Background: an optimization exercise with open tools, aiming at small area and a short achievable clock period. Do not read the settings as production practice.
The RTL was checked by simulation tests, not by an equivalence proof against the original design.
Power is estimated from default activity; no workload was simulated.

==> trial 61: inputs <==
## fmt_cvt
module fmt_cvt (
    input  wire        clk,
    input  wire        rst,
    input  wire        in_valid,
    input  wire [3:0]  in_src_fmt,
    input  wire [3:0]  in_dst_fmt,
    input  wire [1:0]  in_round,
    input  wire        in_sat,
    input  wire [1:0]  in_denorm,
    input  wire [31:0] in_data,
    output reg         out_valid,
    output reg  [31:0] out_data,
    output reg  [4:0]  out_flags
);
==> module fmt_cvt_dec, before the edit <==
module fmt_cvt_dec (
    input  wire [3:0]  src_fmt,
    input  wire [3:0]  dst_fmt,
    input  wire [1:0]  denorm,
    input  wire [31:0] x,
    output wire [31:0] sig,        
    output wire [5:0]  sh,         
    output wire        sign,
    output wire        cmp,        
    output wire        s_nan,
    output wire        s_inf,
    output wire        s_zero,
    output wire        rsv,        
    output wire signed [9:0] xb,   
    output wire [5:0]  lz,         
    output wire        e_le0,      
    output wire        i_big       
);
    wire s1 = src_fmt == 4'd1, s2 = src_fmt == 4'd2, s3 = src_fmt == 4'd3, s4 = src_fmt == 4'd4;
    wire s5 = src_fmt == 4'd5, s6 = src_fmt == 4'd6, s7 = src_fmt == 4'd7, s8 = src_fmt == 4'd8;
    wire s9 = src_fmt == 4'd9, s10 = src_fmt == 4'd10, s11 = src_fmt == 4'd11, s12 = src_fmt == 4'd12;
    wire isint = s9 | s10 | s11 | s12;
    wire ok    = s1 | s2 | s3 | s4 | s5 | s6 | s7 | s8 | isint;
    wire wide  = s1 | s2 | s3;
    wire ieee  = s1 | s2 | s3 | s5;
    wire [7:0] fe = ({8{s1}} & x[30:23]) | ({8{s2}} & {3'd0, x[14:10]}) | ({8{s3}} & x[14:7])
                  | ({8{s4}} & {4'd0, x[6:3]}) | ({8{s5}} & {3'd0, x[6:2]}) | ({8{s6}} & {5'd0, x[4:2]})
                  | ({8{s7}} & {6'd0, x[4:3]}) | ({8{s8}} & {6'd0, x[2:1]});
    wire [22:0] mm = ({23{s1}} & 23'h7FFFFF) | ({23{s2}} & 23'h3FF) | ({23{s3}} & 23'h7F)
                   | ({23{s4 | s7}} & 23'h7) | ({23{s5 | s6}} & 23'h3) | ({23{s8}} & 23'h1);
    wire [23:0] hp = ({24{s1}} & 24'h800000) | ({24{s2}} & 24'h400) | ({24{s3}} & 24'h80)
                   | ({24{s4 | s7}} & 24'h8) | ({24{s5 | s6}} & 24'h4) | ({24{s8}} & 24'h2);
    wire [22:0] fm = x[22:0] & mm;
    wire fe_zero = (fe == 8'd0);
    wire fm_zero = (fm == 23'd0);
    wire fe_top  = (s1 & (&x[30:23])) | (s2 & (&x[14:10])) | (s3 & (&x[14:7]))
                 | (s4 & (&x[6:3])) | (s5 & (&x[6:2]));
    wire flush_in = denorm[1] & wide & fe_zero;
    assign s_nan  = (ieee & fe_top & !fm_zero) | (s4 & fe_top & (&x[2:0]));
    assign s_inf  = ieee & fe_top & fm_zero;
    wire [31:0] iw = ({32{s9 | s10}} & 32'hFF) | ({32{s11}} & 32'hF) | ({32{s12}} & 32'hFFFFFFFF);
    wire        ineg = (s9 & x[7]) | (s11 & x[3]) | (s12 & x[31]);
    assign cmp    = ineg;
    assign s_zero = isint ? ((x & iw) == 32'd0) : (fe_zero & (fm_zero | flush_in));
    assign sign   = isint ? ineg : ((s1 & x[31]) | ((s2 | s3) & x[15]) | ((s4 | s5) & x[7])
                                     | ((s6 | s7) & x[5]) | (s8 & x[3]));
    wire [31:0] sigf = {9'd0, fm} | ({8'd0, hp} & {32{!fe_zero}});
    assign sig = isint ? ((x ^ {32{ineg}}) & iw) : sigf;
    wire [5:0]  lzu;
    fmt_cvt_lzc u_lzc (.a(sig), .n(lzu));
    assign lz = lzu;
    wire d1 = dst_fmt == 4'd1, d2 = dst_fmt == 4'd2, d3 = dst_fmt == 4'd3, d4 = dst_fmt == 4'd4;
    wire d5 = dst_fmt == 4'd5, d6 = dst_fmt == 4'd6, d7 = dst_fmt == 4'd7, d8 = dst_fmt == 4'd8;
    wire dfl = d1 | d2 | d3 | d4 | d5 | d6 | d7 | d8;
    wire dok = dfl | (dst_fmt >= 4'd9 && dst_fmt <= 4'd12);
    wire [4:0] mw    = ({5{d1}} & 5'd23) | ({5{d2}} & 5'd10) | ({5{d3}} & 5'd7) | ({5{d4 | d7}} & 5'd3)
                     | ({5{d5 | d6}} & 5'd2) | ({5{d8}} & 5'd1);
    wire [7:0] dbias = ({8{d1 | d3}} & 8'd127) | ({8{d2 | d5}} & 8'd15) | ({8{d4}} & 8'd7)
                     | ({8{d6}} & 8'd3) | ({8{d7 | d8}} & 8'd1);
    assign rsv = !ok | !dok;
    wire signed [9:0] ks = ({10{s1}} & -10'sd119) | ({10{s2}} & 10'sd6) | ({10{s3}} & -10'sd103)
                         | ({10{s4}} & 10'sd21) | ({10{s5}} & 10'sd14) | ({10{s6}} & 10'sd26)
                         | ({10{s7}} & 10'sd27) | ({10{s8}} & 10'sd29) | ({10{isint}} & 10'sd31);
    wire [7:0] dbf = dfl ? dbias : 8'd0;
    wire signed [9:0] kx = ks + $signed({2'b00, dbf});    
    wire [7:0] fe1 = isint ? 8'd0 : {fe[7:1], fe[0] | fe_zero};
    assign xb = $signed({2'b00, fe1}) + kx;
    assign e_le0 = (xb <= $signed({4'd0, lzu}));
    assign i_big  = (s1 | s3) & (fe > 8'd158);    
    wire [5:0]  cz  = ({6{d1}} & 6'd33) | ({6{d2}} & 6'd46) | ({6{d3}} & 6'd49) | ({6{d4 | d7}} & 6'd53)
                    | ({6{d5 | d6}} & 6'd54) | ({6{d8}} & 6'd55) | ({6{!dfl}} & 6'd55);
    wire signed [10:0] tsx = $signed({5'd0, cz}) - $signed({xb[9], xb});
    wire [5:0]  tn  = cz - 6'd1 - lzu;
    wire [5:0]  tsc = (tsx > 11'sd58) ? 6'd58 : (tsx < 11'sd0 ? 6'd0 : tsx[5:0]);
    assign sh = (dfl & !e_le0) ? tn : tsc;
endmodule
==> flow/config.mk <==
export PLATFORM = sky130hd
export DESIGN_NAME = fmt_cvt
export DESIGN_NICKNAME = fmt_cvt
export VERILOG_FILES = /design/flow/design.v
export SDC_FILE = /design/flow/constraint.sdc
export NUM_CORES = 4
export LEC_CHECK = 0
export ABC_AREA = 1
export CAP_MARGIN = 20
export CORE_MARGIN = 2
export CORE_UTILIZATION = 40
export SLEW_MARGIN = 20
==> flow/constraint.sdc <==
create_clock -name core_clock -period 24.0 [get_ports {clk}]
set_input_delay 4.8000 -clock core_clock [delete_from_list [all_inputs] [get_ports {clk}]]
set_output_delay 4.8000 -clock core_clock [all_outputs]
set_load 0.01 [all_outputs]
run.sh (not shown) runs the stock make flow with config.mk's settings and CLKGATE_MAP_FILE= SYNTH_SCRIPT=/design/flow/synth_recipe.tcl, a recipe that flattens the netlist after the stock synthesis.
==> trial 90: changes against trial 61 <==
--- a/flow/design.v
+++ b/flow/design.v
@@ -56,15 +56,17 @@
     output wire        sign,
     output wire        cmp,        
     output wire        s_nan,
     output wire        s_inf,
     output wire        s_zero,
     output wire        rsv,        
-    output wire signed [9:0] xb,   
-    output wire [5:0]  lz,         
+    output wire [7:0]  epre,       
     output wire        e_le0,      
+    output wire        e_eq0,      
+    output wire        ov_big,     
+    output wire        ov_eq,      
     output wire        i_big       
 );
     wire s1 = src_fmt == 4'd1, s2 = src_fmt == 4'd2, s3 = src_fmt == 4'd3, s4 = src_fmt == 4'd4;
     wire s5 = src_fmt == 4'd5, s6 = src_fmt == 4'd6, s7 = src_fmt == 4'd7, s8 = src_fmt == 4'd8;
     wire s9 = src_fmt == 4'd9, s10 = src_fmt == 4'd10, s11 = src_fmt == 4'd11, s12 = src_fmt == 4'd12;
     wire isint = s9 | s10 | s11 | s12;
@@ -90,33 +92,39 @@
     wire        ineg = (s9 & x[7]) | (s11 & x[3]) | (s12 & x[31]);
     assign cmp    = ineg;
     assign s_zero = isint ? ((x & iw) == 32'd0) : (fe_zero & (fm_zero | flush_in));
     assign sign   = isint ? ineg : ((s1 & x[31]) | ((s2 | s3) & x[15]) | ((s4 | s5) & x[7])
                                      | ((s6 | s7) & x[5]) | (s8 & x[3]));
     wire [31:0] sigf = {9'd0, fm} | ({8'd0, hp} & {32{!fe_zero}});
-    assign sig = isint ? ((x ^ {32{ineg}}) & iw) : sigf;
+    assign sig = isint ? ((x ^ {32{ineg}}) & iw) : (flush_in ? 32'd0 : sigf);
     wire [5:0]  lzu;
     fmt_cvt_lzc u_lzc (.a(sig), .n(lzu));
-    assign lz = lzu;
     wire d1 = dst_fmt == 4'd1, d2 = dst_fmt == 4'd2, d3 = dst_fmt == 4'd3, d4 = dst_fmt == 4'd4;
     wire d5 = dst_fmt == 4'd5, d6 = dst_fmt == 4'd6, d7 = dst_fmt == 4'd7, d8 = dst_fmt == 4'd8;
     wire dfl = d1 | d2 | d3 | d4 | d5 | d6 | d7 | d8;
     wire dok = dfl | (dst_fmt >= 4'd9 && dst_fmt <= 4'd12);
     wire [4:0] mw    = ({5{d1}} & 5'd23) | ({5{d2}} & 5'd10) | ({5{d3}} & 5'd7) | ({5{d4 | d7}} & 5'd3)
                      | ({5{d5 | d6}} & 5'd2) | ({5{d8}} & 5'd1);
     wire [7:0] dbias = ({8{d1 | d3}} & 8'd127) | ({8{d2 | d5}} & 8'd15) | ({8{d4}} & 8'd7)
                      | ({8{d6}} & 8'd3) | ({8{d7 | d8}} & 8'd1);
     assign rsv = !ok | !dok;
     wire signed [9:0] ks = ({10{s1}} & -10'sd119) | ({10{s2}} & 10'sd6) | ({10{s3}} & -10'sd103)
                          | ({10{s4}} & 10'sd21) | ({10{s5}} & 10'sd14) | ({10{s6}} & 10'sd26)
                          | ({10{s7}} & 10'sd27) | ({10{s8}} & 10'sd29) | ({10{isint}} & 10'sd31);
-    wire [7:0] dbf = dfl ? dbias : 8'd0;
-    wire signed [9:0] kx = ks + $signed({2'b00, dbf});    
     wire [7:0] fe1 = isint ? 8'd0 : {fe[7:1], fe[0] | fe_zero};
-    assign xb = $signed({2'b00, fe1}) + kx;
-    assign e_le0 = (xb <= $signed({4'd0, lzu}));
+    wire [7:0] dbf = dfl ? dbias : 8'd0;
+    wire signed [9:0] xb  = $signed({2'b00, fe1}) + ks + $signed({2'b00, dbf});
+    wire signed [9:0] ebd = xb - $signed({4'd0, lzu});
+    wire        eneg = ebd[9];
+    assign e_eq0  = (ebd == 10'sd0);
+    assign e_le0  = eneg | e_eq0;
+    assign epre   = e_le0 ? 8'd0 : ebd[7:0];
+    wire   hi5 = |ebd[8:5], hi4 = hi5 | ebd[4], hi3 = hi4 | ebd[3], hi2 = hi3 | ebd[2];
+    assign ov_big = !eneg & (((d2 | d5) & (hi5 | (&ebd[4:0]))) | (d4 & hi4) | (d6 & hi3) | ((d7 | d8) & hi2));
+    assign ov_eq  = ((d1 | d3) & (ebd == 10'sd254)) | ((d2 | d5) & (ebd == 10'sd30)) | (d4 & (ebd == 10'sd15))
+                  | (d6 & (ebd == 10'sd7)) | ((d7 | d8) & (ebd == 10'sd3));
     assign i_big  = (s1 | s3) & (fe > 8'd158);    
     wire [5:0]  cz  = ({6{d1}} & 6'd33) | ({6{d2}} & 6'd46) | ({6{d3}} & 6'd49) | ({6{d4 | d7}} & 6'd53)
                     | ({6{d5 | d6}} & 6'd54) | ({6{d8}} & 6'd55) | ({6{!dfl}} & 6'd55);
     wire signed [10:0] tsx = $signed({5'd0, cz}) - $signed({xb[9], xb});
     wire [5:0]  tn  = cz - 6'd1 - lzu;
     wire [5:0]  tsc = (tsx > 11'sd58) ? 6'd58 : (tsx < 11'sd0 ? 6'd0 : tsx[5:0]);
@@ -132,15 +140,17 @@
     input  wire        sign,
     input  wire        cmp,
     input  wire        s_nan,
     input  wire        s_inf,
     input  wire        s_zero,
     input  wire        rsv,
-    input  wire signed [9:0] xb,
-    input  wire [5:0]  lz,
+    input  wire [7:0]  epre,
     input  wire        e_le0,
+    input  wire        e_eq0,
+    input  wire        ov_big,
+    input  wire        ov_eq,
     input  wire        i_big,
     output reg  [31:0] y,
     output reg  [4:0]  flags
 );
     wire d1 = dst_fmt == 4'd1, d2 = dst_fmt == 4'd2, d3 = dst_fmt == 4'd3, d4 = dst_fmt == 4'd4;
     wire d5 = dst_fmt == 4'd5, d6 = dst_fmt == 4'd6, d7 = dst_fmt == 4'd7, d8 = dst_fmt == 4'd8;
@@ -150,20 +160,12 @@
     wire de4m3 = d4;
     wire dwide = d1 | d2 | d3;
     wire [22:0] mm   = ({23{d1}} & 23'h7FFFFF) | ({23{d2}} & 23'h3FF) | ({23{d3}} & 23'h7F)
                      | ({23{d4 | d7}} & 23'h7) | ({23{d5 | d6}} & 23'h3) | ({23{d8}} & 23'h1);
     wire [31:0] sbit = ({32{d1}} & 32'h80000000) | ({32{d2 | d3}} & 32'h8000) | ({32{d4 | d5}} & 32'h80)
                      | ({32{d6 | d7}} & 32'h20) | ({32{d8}} & 32'h8);
-    wire signed [9:0] ebd = xb - $signed({4'd0, lz});
-    wire        eneg = ebd[9];
-    wire        e_eq0 = (ebd == 10'sd0);
-    wire [7:0]  epre  = e_le0 ? 8'd0 : ebd[7:0];
-    wire   hi5 = |ebd[8:5], hi4 = hi5 | ebd[4], hi3 = hi4 | ebd[3], hi2 = hi3 | ebd[2];
-    wire   ov_big = !eneg & (((d2 | d5) & (hi5 | (&ebd[4:0]))) | (d4 & hi4) | (d6 & hi3) | ((d7 | d8) & hi2));
-    wire   ov_eq  = ((d1 | d3) & (ebd == 10'sd254)) | ((d2 | d5) & (ebd == 10'sd30)) | (d4 & (ebd == 10'sd15))
-                  | (d6 & (ebd == 10'sd7)) | ((d7 | d8) & (ebd == 10'sd3));
     reg [57:0] t;
     reg        st2, an2;
     always @* begin
         t = {sig, {26{cmp}}}; st2 = 1'b0; an2 = 1'b1;
         if (sh[5]) begin st2 = st2 | (|t[31:0]); an2 = an2 & (&t[31:0]); t = t >> 32; end
         if (sh[4]) begin st2 = st2 | (|t[15:0]); an2 = an2 & (&t[15:0]); t = t >> 16; end
@@ -186,14 +188,14 @@
             2'd0: begin up0 = g & (st | lsb); upn = g2; end
             2'd1: begin up0 = 1'b0;           upn = 1'b0; end
             2'd2: begin up0 = sign & (g | st);  upn = sign & st; end
             default: begin up0 = !sign & (g | st); upn = !sign & st; end
         endcase
     end
-    wire up = (up0 | inc0) & !s_zero;
-    wire inexact = (g | st) & !s_zero;
+    wire up = up0 | inc0;
+    wire inexact = g | st;
     wire        n = !dfl & sign;
     wire [31:0] a = ({32{dfl}} & {9'd0, q[22:0] | ~mm}) | ({32{!dfl}} & (q ^ {32{n}}));
     wire        cin = up ^ n;
     wire [31:0] pa;
     fmt_cvt_pand #(32) u_pa (.a(a), .p(pa));
     wire [32:0] yy = {n, a} ^ ({pa, 1'b1} & {33{cin}});
@@ -286,15 +288,14 @@
         s1_sat    <= in_sat;
         s1_denorm <= in_denorm;
         s1_data   <= in_data;
     end
     wire [31:0] a_sig;
     wire [5:0]  a_sh;
-    wire signed [9:0] a_xb;
-    wire [5:0]  a_lz;
-    wire        a_sign, a_cmp, a_nan, a_inf, a_zero, a_rsv, a_le0, a_ibig;
+    wire [7:0]  a_epre;
+    wire        a_sign, a_cmp, a_nan, a_inf, a_zero, a_rsv, a_le0, a_eq0, a_ovb, a_ove, a_ibig;
     fmt_cvt_dec u_dec (
         .src_fmt (s1_src),
         .dst_fmt (s1_dst),
         .denorm  (s1_denorm),
         .x       (s1_data),
         .sig     (a_sig),
@@ -302,44 +303,47 @@
         .sign    (a_sign),
         .cmp     (a_cmp),
         .s_nan   (a_nan),
         .s_inf   (a_inf),
         .s_zero  (a_zero),
         .rsv     (a_rsv),
-        .xb      (a_xb),
-        .lz      (a_lz),
+        .epre    (a_epre),
         .e_le0   (a_le0),
+        .e_eq0   (a_eq0),
+        .ov_big  (a_ovb),
+        .ov_eq   (a_ove),
         .i_big   (a_ibig)
     );
     reg        s2_valid;
     reg [3:0]  s2_dst;
     reg [1:0]  s2_round;
     reg        s2_sat, s2_dnz;
     reg [31:0] s2_sig;
     reg [5:0]  s2_sh;
-    reg signed [9:0] s2_xb;
-    reg [5:0]  s2_lz;
-    reg        s2_sign, s2_cmp, s2_nan, s2_inf, s2_zero, s2_rsv, s2_le0, s2_ibig;
+    reg [7:0]  s2_epre;
+    reg        s2_sign, s2_cmp, s2_nan, s2_inf, s2_zero, s2_rsv, s2_le0, s2_eq0, s2_ovb, s2_ove, s2_ibig;
     always @(posedge clk) begin
         if (rst) s2_valid <= 1'b0;
         else     s2_valid <= s1_valid;
         s2_dst   <= s1_dst;
         s2_round <= s1_round;
         s2_sat   <= s1_sat;
         s2_dnz   <= |s1_denorm;
         s2_sig   <= a_sig;
         s2_sh    <= a_sh;
-        s2_xb    <= a_xb;
-        s2_lz    <= a_lz;
+        s2_epre  <= a_epre;
         s2_sign  <= a_sign;
         s2_cmp   <= a_cmp;
         s2_nan   <= a_nan;
         s2_inf   <= a_inf;
         s2_zero  <= a_zero;
         s2_rsv   <= a_rsv;
         s2_le0   <= a_le0;
+        s2_eq0   <= a_eq0;
+        s2_ovb   <= a_ovb;
+        s2_ove   <= a_ove;
         s2_ibig  <= a_ibig;
     end
     wire [31:0] cvt_data;
     wire [4:0]  cvt_flags;
     fmt_cvt_rnd u_rnd (
         .dst_fmt (s2_dst),
@@ -351,15 +355,17 @@
         .sign    (s2_sign),
         .cmp     (s2_cmp),
         .s_nan   (s2_nan),
         .s_inf   (s2_inf),
         .s_zero  (s2_zero),
         .rsv     (s2_rsv),
-        .xb      (s2_xb),
-        .lz      (s2_lz),
+        .epre    (s2_epre),
         .e_le0   (s2_le0),
+        .e_eq0   (s2_eq0),
+        .ov_big  (s2_ovb),
+        .ov_eq   (s2_ove),
         .i_big   (s2_ibig),
         .y       (cvt_data),
         .flags   (cvt_flags)
     );
     always @(posedge clk) begin
         if (rst) out_valid <= 1'b0;
==> flow/flow/run.sh (new file) <==
#!/bin/bash
# Standard layout, with repair_timing aiming for more setup slack than the
# clock needs so the cells on the long paths get sized for speed.
set -euo pipefail
bash standard.sh SETUP_SLACK_MARGIN=18 finish > make_finish.log 2>&1
==> flow/standard.sh (new file) <==
#!/bin/bash
# synth_recipe.tcl (not shown) runs the flow's synth.tcl, then flattens the netlist and writes it again
# the make line also repeats each setting of config.mk as NAME=value (left out here)
make -C /OpenROAD-flow-scripts/flow DESIGN_CONFIG=/design/flow/config.mk WORK_HOME=/design/flow/orfs CLKGATE_MAP_FILE= SYNTH_SCRIPT=/design/flow/synth_recipe.tcl "${@:-finish}"
removed: flow/run.sh
==> trial 12: changes against trial 61 <==
--- a/flow/design.v
+++ b/flow/design.v
@@ -106,16 +106,15 @@
     wire [7:0] dbias = ({8{d1 | d3}} & 8'd127) | ({8{d2 | d5}} & 8'd15) | ({8{d4}} & 8'd7)
                      | ({8{d6}} & 8'd3) | ({8{d7 | d8}} & 8'd1);
     assign rsv = !ok | !dok;
     wire signed [9:0] ks = ({10{s1}} & -10'sd119) | ({10{s2}} & 10'sd6) | ({10{s3}} & -10'sd103)
                          | ({10{s4}} & 10'sd21) | ({10{s5}} & 10'sd14) | ({10{s6}} & 10'sd26)
                          | ({10{s7}} & 10'sd27) | ({10{s8}} & 10'sd29) | ({10{isint}} & 10'sd31);
-    wire [7:0] dbf = dfl ? dbias : 8'd0;
-    wire signed [9:0] kx = ks + $signed({2'b00, dbf});    
     wire [7:0] fe1 = isint ? 8'd0 : {fe[7:1], fe[0] | fe_zero};
-    assign xb = $signed({2'b00, fe1}) + kx;
+    wire [7:0] dbf = dfl ? dbias : 8'd0;
+    assign xb = $signed({2'b00, fe1}) + ks + $signed({2'b00, dbf});
     assign e_le0 = (xb <= $signed({4'd0, lzu}));
     assign i_big  = (s1 | s3) & (fe > 8'd158);    
     wire [5:0]  cz  = ({6{d1}} & 6'd33) | ({6{d2}} & 6'd46) | ({6{d3}} & 6'd49) | ({6{d4 | d7}} & 6'd53)
                     | ({6{d5 | d6}} & 6'd54) | ({6{d8}} & 6'd55) | ({6{!dfl}} & 6'd55);
     wire signed [10:0] tsx = $signed({5'd0, cz}) - $signed({xb[9], xb});
     wire [5:0]  tn  = cz - 6'd1 - lzu;
==> flow/flow/run.sh (new file) <==
#!/bin/bash
# Standard layout, with repair_timing aiming for more setup slack than the
# clock needs so the cells on the long paths get sized for speed.
set -euo pipefail
bash standard.sh SETUP_SLACK_MARGIN=18 finish > make_finish.log 2>&1
==> flow/standard.sh (new file) <==
#!/bin/bash
# synth_recipe.tcl (not shown) runs the flow's synth.tcl, then flattens the netlist and writes it again
# the make line also repeats each setting of config.mk as NAME=value (left out here)
make -C /OpenROAD-flow-scripts/flow DESIGN_CONFIG=/design/flow/config.mk WORK_HOME=/design/flow/orfs CLKGATE_MAP_FILE= SYNTH_SCRIPT=/design/flow/synth_recipe.tcl "${@:-finish}"
removed: flow/run.sh
==> build 98: changes against trial 61 <==
--- a/flow/design.v
+++ b/flow/design.v
@@ -189,25 +189,27 @@
             default: begin up0 = !sign & (g | st); upn = !sign & st; end
         endcase
     end
     wire up = (up0 | inc0) & !s_zero;
     wire inexact = (g | st) & !s_zero;
     wire        n = !dfl & sign;
-    wire [31:0] a = ({32{dfl}} & {9'd0, q[22:0] | ~mm}) | ({32{!dfl}} & (q ^ {32{n}}));
+    wire [31:0] a = q ^ {32{n}};
     wire        cin = up ^ n;
     wire [31:0] pa;
     fmt_cvt_pand #(32) u_pa (.a(a), .p(pa));
     wire [32:0] yy = {n, a} ^ ({pa, 1'b1} & {33{cin}});
-    wire       c     = yy[23];
+    wire       alln  = (d1 & pa[22]) | (d2 & pa[9]) | (d3 & pa[6]) | ((d4 | d7) & pa[2])
+                     | ((d5 | d6) & pa[1]) | (d8 & pa[0]);
+    wire       c     = alln & cin;
     wire [7:0] pe;
     fmt_cvt_pand #(8, 3) u_pe (.a(epre), .p(pe));
     wire [7:0] ef    = epre ^ ({pe[6:0], 1'b1} & {8{c}});
     wire       ovf   = ov_big | (ov_eq & (c | (de4m3 & (&yy[2:0]))));
     wire       qnz   = (|q) | up;
     wire       fsub  = e_le0 & !c & qnz;
-    wire       carry_n = pa[22] & g & upn;
+    wire       carry_n = alln & g & upn;
     wire       tiny  = (e_le0 & !e_eq0) | (e_eq0 & !carry_n);
     wire       tz    = (rmode == 2'd1) | (rmode == 2'd2 & !sign) | (rmode == 2'd3 & sign);
     wire [31:0] mant = {9'd0, mm};
     wire [31:0] expf = ({32{d1}} & 32'h7F800000) | ({32{d2}} & 32'h7C00) | ({32{d3}} & 32'h7F80)
                      | ({32{d4}} & 32'h78) | ({32{d5}} & 32'h7C) | ({32{d6}} & 32'h1C)
                      | ({32{d7}} & 32'h18) | ({32{d8}} & 32'h6);
==> flow/flow/run.sh (new file) <==
#!/bin/bash
# Standard layout, with repair_timing aiming for more setup slack than the
# clock needs so the cells on the long paths get sized for speed, and plain
# buffers (not delay cells) on the ports.
set -euo pipefail
bash standard.sh SETUP_SLACK_MARGIN=18 "BUFFER_PORTS_ARGS=-buffer_cell sky130_fd_sc_hd__buf_1" finish > make_finish.log 2>&1
==> flow/standard.sh (new file) <==
#!/bin/bash
# synth_recipe.tcl (not shown) runs the flow's synth.tcl, then flattens the netlist and writes it again
# the make line also repeats each setting of config.mk as NAME=value (left out here)
make -C /OpenROAD-flow-scripts/flow DESIGN_CONFIG=/design/flow/config.mk WORK_HOME=/design/flow/orfs CLKGATE_MAP_FILE= SYNTH_SCRIPT=/design/flow/synth_recipe.tcl "${@:-finish}"
removed: flow/run.sh
==> run notes <==
Met3 track demand over resource: trial 12 3.95%; trial 61 3.95%; trial 90 3.54%; build 98 3.60%
Synthesis-stage register bit count: trial 12 154; trial 61 154; trial 90 149; build 98 154
Sequential cell area fraction in the yosys report: trial 12 22.7%; trial 61 23.1%; trial 90 22.5%; build 98 23.2%
Power share of the combinational group: trial 12 67.1%; trial 61 67.0%; trial 90 68.9%; build 98 67.3%
Core Util, Final: trial 12 45.9%; trial 61 45.9%; trial 90 49.3%; build 98 44.5%
Multi-input combinational cell count: trial 12 1,792; trial 61 1,791; trial 90 1,750; build 98 1,754
TAP cells: trial 12 448; trial 61 442; trial 90 442; build 98 442
Synthesized instance count: trial 12 2,320; trial 61 2,323; trial 90 2,255; build 98 2,286
Layout clock buffers: trial 12 17; trial 61 19; trial 90 19; build 98 17
Clock sinks: trial 12 154; trial 61 154; trial 90 149; build 98 154
Met1 routed wirelength after detailed routing: trial 12 23,800 µm; trial 61 22,100 µm; trial 90 22,400 µm; build 98 21,300 µm
Filler cells: trial 12 3,692; trial 61 3,608; trial 90 3,421; build 98 3,578
Clk pwr: trial 12 0.271 mW; trial 61 0.262 mW; trial 90 0.260 mW; build 98 0.266 mW
Buf+Inv Stages, Crit Path: trial 12 1; trial 61 4; trial 90 13; build 98 1
Internal power summed over all cells: trial 12 0.802 mW; trial 61 0.806 mW; trial 90 0.832 mW; build 98 0.792 mW
Final critical-path required period: trial 12 5.91 ns; trial 61 6.90 ns; trial 90 5.93 ns; build 98 5.75 ns
Area of combinational cells with multiple inputs: trial 12 0.00900 mm²; trial 61 0.00874 mm²; trial 90 0.00937 mm²; build 98 0.00869 mm²
Outcome: trial 12 no timing/DRC/antenna violations; trial 61 no timing/DRC/antenna violations; trial 90 no timing/DRC/antenna violations; build 98 no timing/DRC/antenna violations
Multi-input logic portion of the cell area: trial 12 58.5%; trial 61 58.2%; trial 90 58.3%; build 98 59.8%
Endpoint required time on the critical path: trial 12 19.20 ns; trial 61 24.39 ns; trial 90 24.32 ns; build 98 19.20 ns
Die ar.: trial 12 0.0355 mm²; trial 61 0.0348 mm²; trial 90 0.0346 mm²; build 98 0.0347 mm²
Comb pwr: trial 12 1.21 mW; trial 61 1.19 mW; trial 90 1.25 mW; build 98 1.21 mW
ClkCell Share: trial 12 3.87%; trial 61 3.83%; trial 90 3.52%; build 98 4.07%

## separate check: timing with driven ports
The flow's constraints put no driver on any port. The routed layouts listed below were extracted and timed again, unchanged, in two steps.
Step 1, drivers: a clkbuf_16 drives clk and a buf_2 each remaining input, both assumed.
Step 2 also shifts input and output timing later by t, the mid clock arrival at the registers, as if the neighbouring blocks saw the same clock.
a / b / c = ideal / step 1 / step 2; a / b = the first two.
run | t, ns | slack for setup (ns) | worst register clock-pin slew, ns | worst slew at a driven data input, ns
trial 61 | 0.496 | 17.100 / 17.100 / 17.100 | 0.06 / 0.06 | 0.05
trial 90 | 0.485 | 18.067 / 18.067 / 18.067 | 0.07 / 0.07 | 0.06
trial 12 | 0.504 | 18.090 / 18.040 / 18.387 | 0.07 / 0.07 | 0.07
build 98 | 0.502 | 18.254 / 18.203 / 18.448 | 0.07 / 0.07 | 0.03
After both steps every run listed still meets setup and hold.
